Source: an optimization exercise on an open RTL-to-GDS flow (aim: small area and a short achievable clock period). Production flows keep margins and buffers that such runs may drop.
Function not checked in this run: the RTL went through the layout flow alone.
No activity file was given, so power comes from the tool's default toggle rates.

==> design.v <==
module sab (
    input  wire        clk,
    input  wire        rst,         
    input  wire        ce,          
    input  wire        load,        
    input  wire        sub,         
    input  wire [13:0] a,
    input  wire [13:0] d,
    input  wire [13:0] b,
    input  wire [4:0]  ea,
    input  wire [4:0]  eb,
    input  wire        cfg_asign,
    input  wire        cfg_bsign,
    input  wire        cfg_preadd,
    input  wire        cfg_scaled,
    input  wire [5:0]  cfg_accexp,
    input  wire        cfg_accsat,
    input  wire [1:0]  cfg_ofmt,
    input  wire [5:0]  cfg_oshift,
    input  wire [1:0]  cfg_rmode,
    input  wire        cfg_osat,
    input  wire        cfg_osign,
    output reg  [41:0] out,
    output reg  [4:0]  oexp,
    output reg         satf,
    output reg         accov
);
    wire a_signed = cfg_scaled | cfg_asign;    
    wire b_signed = cfg_scaled | cfg_bsign;
    wire rm_even  = (cfg_rmode == 2'b01);
    wire rm_up    = (cfg_rmode == 2'b10);
    wire [15:0] a_x = {{2{a_signed & a[13]}}, a};
    wire [15:0] d_x = {{2{a_signed & d[13]}}, d};
    wire [15:0] d_t = cfg_preadd ? (d_x ^ {16{sub}}) : 16'd0;
    wire [15:0] pre_w = a_x + d_t + {15'd0, cfg_preadd & sub};
    reg  [15:0] pre_q;
    reg  [13:0] b_q;
    reg  [5:0]  ep_q;
    reg         load_q;
    always @(posedge clk) begin
        if (rst) begin
            pre_q <= 16'd0; b_q <= 14'd0; ep_q <= 6'd0; load_q <= 1'b0;
        end else if (ce) begin
            pre_q  <= pre_w;
            b_q    <= b;
            ep_q   <= {1'b0, ea} + {1'b0, eb};
            load_q <= load;
        end
    end
    wire signed [15:0] b_x    = {{2{b_signed & b_q[13]}}, b_q};
    wire signed [31:0] prod_f = $signed(pre_q) * b_x;
    wire        [29:0] prod_w = prod_f[29:0];
    wire signed [7:0] k_w  = $signed({2'b00, ep_q}) - $signed({2'b00, cfg_accexp});
    wire        [6:0] sa_w = (k_w > 8'sd43)  ? 7'd0 :
                             (k_w < -8'sd31) ? 7'd74 :
                             7'd43 - k_w[6:0];
    reg  [29:0] prod_q;
    reg  [6:0]  sa_q;
    reg         load1_q;
    always @(posedge clk) begin
        if (rst) begin
            prod_q <= 30'd0; sa_q <= 7'd0; load1_q <= 1'b0;
        end else if (ce) begin
            prod_q  <= prod_w;
            sa_q    <= sa_w;
            load1_q <= load_q;
        end
    end
    wire signed [73:0] z_al  = {prod_q, 44'd0};
    wire        [73:0] z_sh  = z_al >>> sa_q;
    wire        [42:0] al_fl = z_sh[43:1];
    wire               al_hf = z_sh[0];
    wire        [29:0] p_xs  = prod_q ^ {30{prod_q[29]}};
    reg                al_st, al_big;
    integer            i;
    always @* begin
        al_st  = 1'b0;
        for (i = 0; i < 30; i = i + 1)
            if ({1'b0, sa_q} >= i + 45) al_st = al_st | prod_q[i];
        al_big = (sa_q == 7'd0) & prod_q[29];
        for (i = 0; i < 29; i = i + 1)
            if ({1'b0, sa_q} <= i + 1) al_big = al_big | p_xs[i];
    end
    wire al_up = al_hf & (rm_up | (rm_even & (al_st | al_fl[0])));
    reg  [42:0] al_q;
    reg         alup_q, albig_q, alneg_q, load2_q;
    always @(posedge clk) begin
        if (rst) begin
            al_q <= 43'd0; alup_q <= 1'b0; albig_q <= 1'b0; alneg_q <= 1'b0; load2_q <= 1'b0;
        end else if (ce) begin
            al_q    <= al_fl;
            alup_q  <= al_up;
            albig_q <= al_big;
            alneg_q <= prod_q[29];
            load2_q <= load1_q;
        end
    end
    reg  [41:0] acc;
    reg         accov_q;
    wire [42:0] addend = cfg_scaled ? al_q : {{13{prod_q[29]}}, prod_q};
    wire        add_up = cfg_scaled & alup_q;
    wire        big    = cfg_scaled & albig_q;
    wire        ld     = cfg_scaled ? load2_q : load1_q;
    wire [43:0] base   = ld ? 44'd0 : {{2{acc[41]}}, acc};
    wire [43:0] sum    = base + {addend[42], addend} + {43'd0, add_up};
    wire        s_neg  = big ? alneg_q : sum[43];
    wire        ovf    = big | (sum[43:41] != 3'b000 && sum[43:41] != 3'b111);
    wire [41:0] acc_w  = (ovf & cfg_accsat) ? {s_neg, {41{~s_neg}}} : sum[41:0];
    always @(posedge clk) begin
        if (rst) begin
            acc <= 42'd0; accov_q <= 1'b0;
        end else if (ce) begin
            acc     <= acc_w;
            accov_q <= ovf;
        end
    end
    reg  [5:0] w;
    integer    j;
    always @* begin
        w = 6'd1;
        for (j = 0; j < 41; j = j + 1)
            if (acc[j] != acc[41]) w = j[5:0] + 6'd2;
    end
    wire       acc_zero = (acc == 42'd0);
    wire [6:0] aw       = {1'b0, cfg_accexp} + {1'b0, w};      
    wire       c0_w     = acc_zero | (aw < 7'd14);
    wire       c31_w    = !c0_w & (aw > 7'd45);
    wire [4:0] g0_w     = c0_w ? 5'd0 : c31_w ? 5'd31 : aw[4:0] - 5'd14;
    wire [5:0] r_sc     = c0_w  ? ((cfg_accexp > 6'd14) ? 6'd0 : 6'd14 - cfg_accexp) :
                          c31_w ? ((cfg_accexp > 6'd45) ? 6'd0 : 6'd45 - cfg_accexp) :
                          w;
    wire [5:0] r_w      = cfg_scaled ? r_sc : 6'd14 + cfg_oshift;
    reg  [41:0] acc_d;
    reg         accov_d;
    reg  [5:0]  r_q;
    reg  [4:0]  g0_q;
    reg         c0_q, c31_q;
    always @(posedge clk) begin
        if (rst) begin
            acc_d <= 42'd0; accov_d <= 1'b0; r_q <= 6'd0; g0_q <= 5'd0;
            c0_q <= 1'b0; c31_q <= 1'b0;
        end else if (ce) begin
            acc_d   <= acc;
            accov_d <= accov_q;
            r_q     <= r_w;
            g0_q    <= g0_w;
            c0_q    <= c0_w;
            c31_q   <= c31_w;
        end
    end
    wire signed [57:0] y_o  = {acc_d, 16'd0};
    wire        [57:0] y_sh = y_o >>> r_q;
    wire        [41:0] q    = y_sh[43:2];
    wire               hf   = y_sh[1];
    wire               qt   = y_sh[0];
    reg                st;
    integer            m;
    always @* begin
        st = 1'b0;
        for (m = 0; m < 42; m = m + 1)
            if ({1'b0, r_q} >= m + 17) st = st | acc_d[m];
    end
    wire        up = hf & (rm_up | (rm_even & (qt | st | q[0])));
    wire [41:0] r  = q + {41'd0, up};
    reg  [41:0] fx_out;
    reg         fx_fit;
    reg  [41:0] fx_res;
    reg  [41:0] fx_hi;
    integer     n;
    always @* begin
        case (cfg_ofmt)
            2'b01: begin
                fx_fit = cfg_osign ? (r[41:27] == {15{r[27]}}) : (r[41:28] == 14'd0);
            end
            2'b10: begin
                fx_fit = cfg_osign | ~r[41];
            end
            default: begin
                fx_fit = cfg_osign ? (r[41:13] == {29{r[13]}}) : (r[41:14] == 28'd0);
            end
        endcase
        case (cfg_ofmt)
            2'b01:   fx_hi = cfg_osign ? {15'd0, {27{1'b1}}} : {14'd0, {28{1'b1}}};
            2'b10:   fx_hi = cfg_osign ? {1'd0, {41{1'b1}}}  : {42{1'b1}};
            default: fx_hi = cfg_osign ? {29'd0, {13{1'b1}}} : {28'd0, {14{1'b1}}};
        endcase
        if (fx_fit | ~cfg_osat)
            fx_res = r;
        else if (r[41])    
            fx_res = cfg_osign ? ~fx_hi : 42'd0;
        else
            fx_res = fx_hi;
        for (n = 0; n < 42; n = n + 1) fx_out[n] = fx_res[n];
        case (cfg_ofmt)
            2'b01: begin
                for (n = 28; n < 42; n = n + 1) fx_out[n] = cfg_osign & fx_res[27];
            end
            2'b10: ;
            default: begin
                for (n = 14; n < 42; n = n + 1) fx_out[n] = cfg_osign & fx_res[13];
            end
        endcase
    end
    wire        uncl   = !c0_q & !c31_q;
    wire        adj_p  = uncl & (q == 42'd8191) & up;            
    wire        r_fit  = (r[41:13] == {29{r[13]}});
    wire        q_m4097 = (q == 42'h3ffffffefff);
    wire        adj_mm = uncl & (g0_q != 5'd0) & q_m4097 & hf & qt & (rm_even | rm_up);
    wire        g31    = (g0_q == 5'd31);
    wire        sc_fit = c0_q | (uncl & !(adj_p & g31)) | (c31_q & r_fit & (r_q >= 6'd14));
    wire [4:0]  sc_exp = (adj_p & !g31) ? g0_q + 5'd1 : adj_mm ? g0_q - 5'd1 : g0_q;
    wire [13:0] sc_m   = (adj_p & !g31) ? 14'd4096 : adj_mm ? 14'h2000 : r[13:0];
    wire [13:0] sc_res = (sc_fit | ~cfg_osat) ? sc_m : (acc_d[41] ? 14'h2000 : 14'h1fff);
    always @(posedge clk) begin
        if (rst) begin
            out <= 42'd0; oexp <= 5'd0; satf <= 1'b0; accov <= 1'b0;
        end else if (ce) begin
            if (cfg_scaled) begin
                out  <= {{28{sc_res[13]}}, sc_res};
                oexp <= sc_exp;
                satf <= !sc_fit;
            end else begin
                out  <= fx_out;
                oexp <= 5'd0;
                satf <= !fx_fit;
            end
            accov <= accov_d;
        end
    end
endmodule
==> run.sh <==
#!/bin/bash
# synth_recipe.tcl (not shown) runs the flow's synth.tcl, then flattens the netlist and writes it again
# the make line also repeats each setting of config.mk as NAME=value (left out here)
make -C /OpenROAD-flow-scripts/flow DESIGN_CONFIG=/design/flow/config.mk WORK_HOME=/design/flow/orfs CLKGATE_MAP_FILE= SYNTH_SCRIPT=/design/flow/synth_recipe.tcl finish
==> config.mk <==
export PLATFORM = sky130hd
export DESIGN_NAME = sab
export DESIGN_NICKNAME = sab
export VERILOG_FILES = /design/flow/design.v
export SDC_FILE = /design/flow/constraint.sdc
export NUM_CORES = 4
export LEC_CHECK = 0
export CAP_MARGIN = 20
export CORE_MARGIN = 2
export CORE_UTILIZATION = 40
export PLACE_DENSITY = 0.6
export SLEW_MARGIN = 20
==> constraint.sdc <==
create_clock -name core_clock -period 16.0 [get_ports {clk}]
set_input_delay 3.2000 -clock core_clock [delete_from_list [all_inputs] [get_ports {clk}]]
set_output_delay 3.2000 -clock core_clock [all_outputs]
set_load 0.01 [all_outputs]
==> results.env <==
YOSYSTOPAREACELLSHARE_PCT=15.4
ROUTE.FINAL.WIRE_LENGTH_UM=125000
VIA_COUNT=33424
MAXSLEWHEADROOM_PCT=21.6
TIMING.CRITICAL_PATH.FANOUT_MAX=49
SYNTH_CELL_TYPES=108
SETUP_REPAIR_AFTER_GLOBAL_ROUTING_MISSED_ITS_MARGIN='no'
GRT_REMAINING_OVERFLOW=0
R2R_SLACK_NS=6.62
FINALSETUPTNS_NS=0
SYNTH_ENABLE_FLOP_CELLS=0
FIN_HOLD_VIOLS=0
DPL_WORST_SLACK_NS=5.78
CTS-BUFFERS-INSERTED=36
MAXCAPVIOLATIONS=0
PLACE.DETAILED.INSTANCES=5479
MIN_PATH_TYPE='flop to flop'
LARGEST_NET_DEGREE_AT_THE_START_OF_GLOBAL_ROUTING=88
FP.COREAREA_UM2=86900
WORST_PATH_MAX_DELAY_CELL='sky130_fd_sc_hd__o311ai_0'
SYNTH_SEQ_AREA_SHARE_PCT=15.4
DESIGN.PORTCOUNT=129
POST_CTS.REPAIR.SETUP_BUFFERS=0
SYNTH_AREA_PER_CELL_UM2=7.83
GLOBALPLACE.CONGESTION=1.00
WORST_PATH_LARGEST_CELL_DELAY_NS=0.75
SYN-INSTANCE-COUNT=4482
MULTI_INPUT_AREA_UM2=27100
CTS_REPAIR_RESIZE_COUNT=0
ANT_NETS=0
WORSTSETUPENDPOINTTYPE='flop'
CLOCK_TREE.HTREE_LEVEL_COUNT=2
LAYOUTNONFILLERINSTCOUNT=5542
NUM-NETS-FINAL=4853
MET1_USAGE_PCT=39.0
CTS.SINKS=270
POSTLAYOUTCOREUTIL_PCT=43.8
WORST_CLOCK_SKEW_NS=0.0287
FF_LATCH_AREA_UM2=5420
DIE_HEIGHT_UM=300
PORTBUFFERS=128
TIMING.CRITICAL_PATH.FROM_TYPE='input pin'
ASYNCSETRESETFLOPFRACSYNTH_PCT=0
GRT_PASS1_VIAS=32162
REQUIRED_NS=16.48
FINAL.MIN_CLOCK_PERIOD_NS=9.70
CRIT_TYPE='input pin to flop'
FINISH.INSTANCE_AREA_UM2=38100
PATH_CELLS='buf_4 -> buf_4 -> mux2_2 -> ha_1 -> nor2b_1 -> o21ai_0 -> a21boi_0 -> o31ai_1 -> a21oi_1 -> o31ai_1 -> o21ai_0 -> o211ai_1 -> a21oi_1 -> o31a_1 -> o311ai_0 -> a2111oi_0 -> o21ai_2 -> buf_4 -> o21bai_2 -> buf_4 -> nor2_1'
DP_HPWL_UM=94500
GLOBAL_ROUTE.PEAK_USAGE_LAYER='met2'
DRIVE_ABOVE_1_SHARE_PCT=7.82
CTSLONGESTPATHBUFFERS=3
NETLIST_TOP_CELLS_AREA='sky130_fd_sc_hd__dfxtp_1, sky130_fd_sc_hd__fa_1, sky130_fd_sc_hd__ha_1'
CRITPATHARRIVALTIME_NS=10.18
CLOCK-ROOT-BUFFER='sky130_fd_sc_hd__clkbuf_16'
DRT-VIAS-PER-INSTANCE=6.03
DPL_CELL_AREA_UM2=36900
CLK_LATENCY_NS=0.56
FMAX_MHz=103
LAYOUT.FILLER_CELLS=8757
ANTENNA_FOUND_INITIAL=4
POST-SYNTH-TOP-AREA-CELL='sky130_fd_sc_hd__dfxtp_1'
YS_SEQ_ELEMENTS=270
POWERDENSITY_nW_PER_UM2=103
GRT_PASS1_WL_UM=194000
FP.DIEW_UM=300
POST_CTS_HOLD_BUFFER_COUNT=0
REMAINING_DRC_ERRORS=0
FP-ROW-COUNT=108
WORST_SLEW_PIN_SLEW_NS=1.18
GLOBALROUTEMET3UTIL_PCT=4.37
POST_SYNTH_INSTANCE_AREA_UM2=35100
PORTION_OF_THE_CLOCK_CYCLE_CONSUMED_BY_THE_WORST_PATH_IN_THE_FINAL_LAYOUT_PCT=60.6
DRV_SLEW=0
DRT_ITER0_DRC=3690
TRITONCTS_CLOCK_TREE='done'
YOSYSWARNINGS=1
FP.DIEAREA_UM2=90200
START_UTIL_PCT=40.4
FINAL_COMMON_CELL='sky130_fd_sc_hd__nand2_1'
CTS.REPORTEDPATHS.CLKPINSLEW_NS=0.06
CP_COMMON_CELL='sky130_fd_sc_hd__buf_4'
AREAGROWTHSYNTHTOFINISH_PCT=8.49
WORST_SLACK_NS=6.30
TOTAL_LEAKAGE_POWER_nW=16.2
STATUS='timing/DRC/antenna clean'
TRACK_USAGE_PCT=27.2
GRT_UTIL_MET2_PCT=41.4
LAYOUT_COMMON_CELLS='sky130_fd_sc_hd__nand2_1, sky130_fd_sc_hd__nor2_1, sky130_fd_sc_hd__inv_1, sky130_fd_sc_hd__a21oi_1, sky130_fd_sc_hd__dfxtp_1'
DETAILEDROUTE.FIRSTPASSITERATIONCOUNT=9
REPORT.FINAL.SETUP_VIOL=0
SYNTHFLOPTYPE='sky130_fd_sc_hd__dfxtp_1'
SYNTH_FP_NETS=4973
DRT-WIRELENGTH-PER-CELL_UM=22.5
WORST_CASE_VDD_IR_DROP_uV=73.2
-- path summary, 6_finish.rpt --
path / startpoint / depth (start not counted) / endpoint
worst min-delay path: al_q[19] / 2 / al_q[19]
worst max register to register: r_q[1] / 25 / out[33]
worst min register to register: al_q[19] / 2 / al_q[19]
worst max-delay path: cfg_scaled / 21 / acc[36]
-- metal layers --
layer  up-vias  share of wire, %  wire [um]
li1      15551                 -          -
met1     16067                44      55400
met2      1534                43      53800
met3       266               8.8      11000
met4         6               3.6       4500
met5         -             0.040         50
-- kinds of logic (layout without fill, tap and decap cells) --
group	Yosys count	count (layout)	share of synthesized area, %
xor+xnor	163	163	4.09
compound gates	1082	1082	20.4
simple gates	1584	1584	21.5
fa+ha+maj	413	413	19.8
buf+inv	657	561	7.42
flops	270	270	15.4
other cells	0	1	0
mux	313	313	11.4
-- stage by stage --
step	hold WS, ns	power, W
4_1_cts	0.461	0.00389
3_3_place_gp	0.448	0.00303
6_report	0.463	0.00392
5_1_grt	0.476	0.00417
3_5_place_dp	0.451	0.00303
2_1_floorplan	0.438	0.00239
-- report_power, final --
group	internal, W	total [W]	switching (W)
logic	0.000814	0.00210	0.00128
clock network	0.000504	0.000846	0.000341
registers	0.000759	0.000982	0.000222
total	0.00208	0.00392	0.00184
-- Yosys cell counts, types with 14 or more instances --
master / n
sky130_fd_sc_hd__a211oi_1: 39
sky130_fd_sc_hd__a21o_1: 46
sky130_fd_sc_hd__a21oi_1: 275
sky130_fd_sc_hd__a221oi_1: 15
sky130_fd_sc_hd__a22oi_1: 24
sky130_fd_sc_hd__a311oi_1: 16
sky130_fd_sc_hd__a31oi_1: 43
sky130_fd_sc_hd__and2_1: 160
sky130_fd_sc_hd__and3_1: 32
sky130_fd_sc_hd__buf_1: 40
sky130_fd_sc_hd__buf_2: 22
sky130_fd_sc_hd__clkbuf_1: 257
sky130_fd_sc_hd__dfxtp_1: 270
sky130_fd_sc_hd__fa_1: 237
sky130_fd_sc_hd__ha_1: 174
sky130_fd_sc_hd__inv_1: 310
sky130_fd_sc_hd__mux2_2: 63
sky130_fd_sc_hd__mux2i_1: 186
sky130_fd_sc_hd__mux4_2: 63
sky130_fd_sc_hd__nand2_1: 484
sky130_fd_sc_hd__nand2b_1: 45
sky130_fd_sc_hd__nand3_1: 82
sky130_fd_sc_hd__nand4_1: 31
sky130_fd_sc_hd__nor2_1: 455
sky130_fd_sc_hd__nor2b_1: 33
sky130_fd_sc_hd__nor3_1: 94
sky130_fd_sc_hd__nor4_1: 27
sky130_fd_sc_hd__o211ai_1: 34
sky130_fd_sc_hd__o21a_1: 23
sky130_fd_sc_hd__o21ai_0: 206
sky130_fd_sc_hd__o21bai_1: 40
sky130_fd_sc_hd__o221ai_1: 14
sky130_fd_sc_hd__o22ai_1: 100
sky130_fd_sc_hd__o31ai_1: 23
sky130_fd_sc_hd__or2_2: 34
sky130_fd_sc_hd__or3_1: 36
sky130_fd_sc_hd__xnor2_1: 112
sky130_fd_sc_hd__xor2_1: 50
-- layout make-up --
class	instances	area share, %
diodes	1	0.00657
clock buffers	44	2.58
clock inverters	18	0.585
inverters	317	3.13
multi-input cells	3555	71.2
flip-flops and latches	270	14.2
well taps	1155	3.79
repair buffers	182	4.44
-- registers in the layout, indices dropped and copies added (netlist names), 5 cells and up --
| name | count |
|---|---|
| acc | 42 |
| acc_d | 42 |
| al_q | 43 |
| b_q | 14 |
| ep_q | 6 |
| g0_q | 5 |
| oexp | 5 |
| out | 42 |
| pre_q | 16 |
| prod_q | 30 |
| r_q | 6 |
| sa_q | 7 |
-- worst max-delay path: cells and delay by family --
family          cells  cell delay, ns
mux                 1            0.43
simple gates        2            0.25
buf+inv             4            1.71
fa+ha+maj           1            0.29
compound gates     13            4.19

## what the ideal ports hide
In the flow no input, the clock included, has a driving cell. The finished layout below was timed again as built, in two steps.
Step 1 assumes that a clkbuf_16 drives the clock port and a buf_2 every other input.
Step 2, shift: input delay + t, output delay - t, t = (earliest + latest rising clock arrival at the registers) / 2. This alone moves slack from input paths to output paths.
Slacks: ideal / step 1 / step 2; pairs: ideal / step 1.
t (ns): 0.622
setup WS [ns]: 6.300 / 6.343 / 5.721
latest minus earliest clock arrival (ns): 0.032 / 0.032
worst data-port slew with drivers (ns): 0.08
After both steps this run still meets setup and hold. For this run, drivers alone change the setup slack by +0.043 ns; drivers and shift together by -0.579 ns.
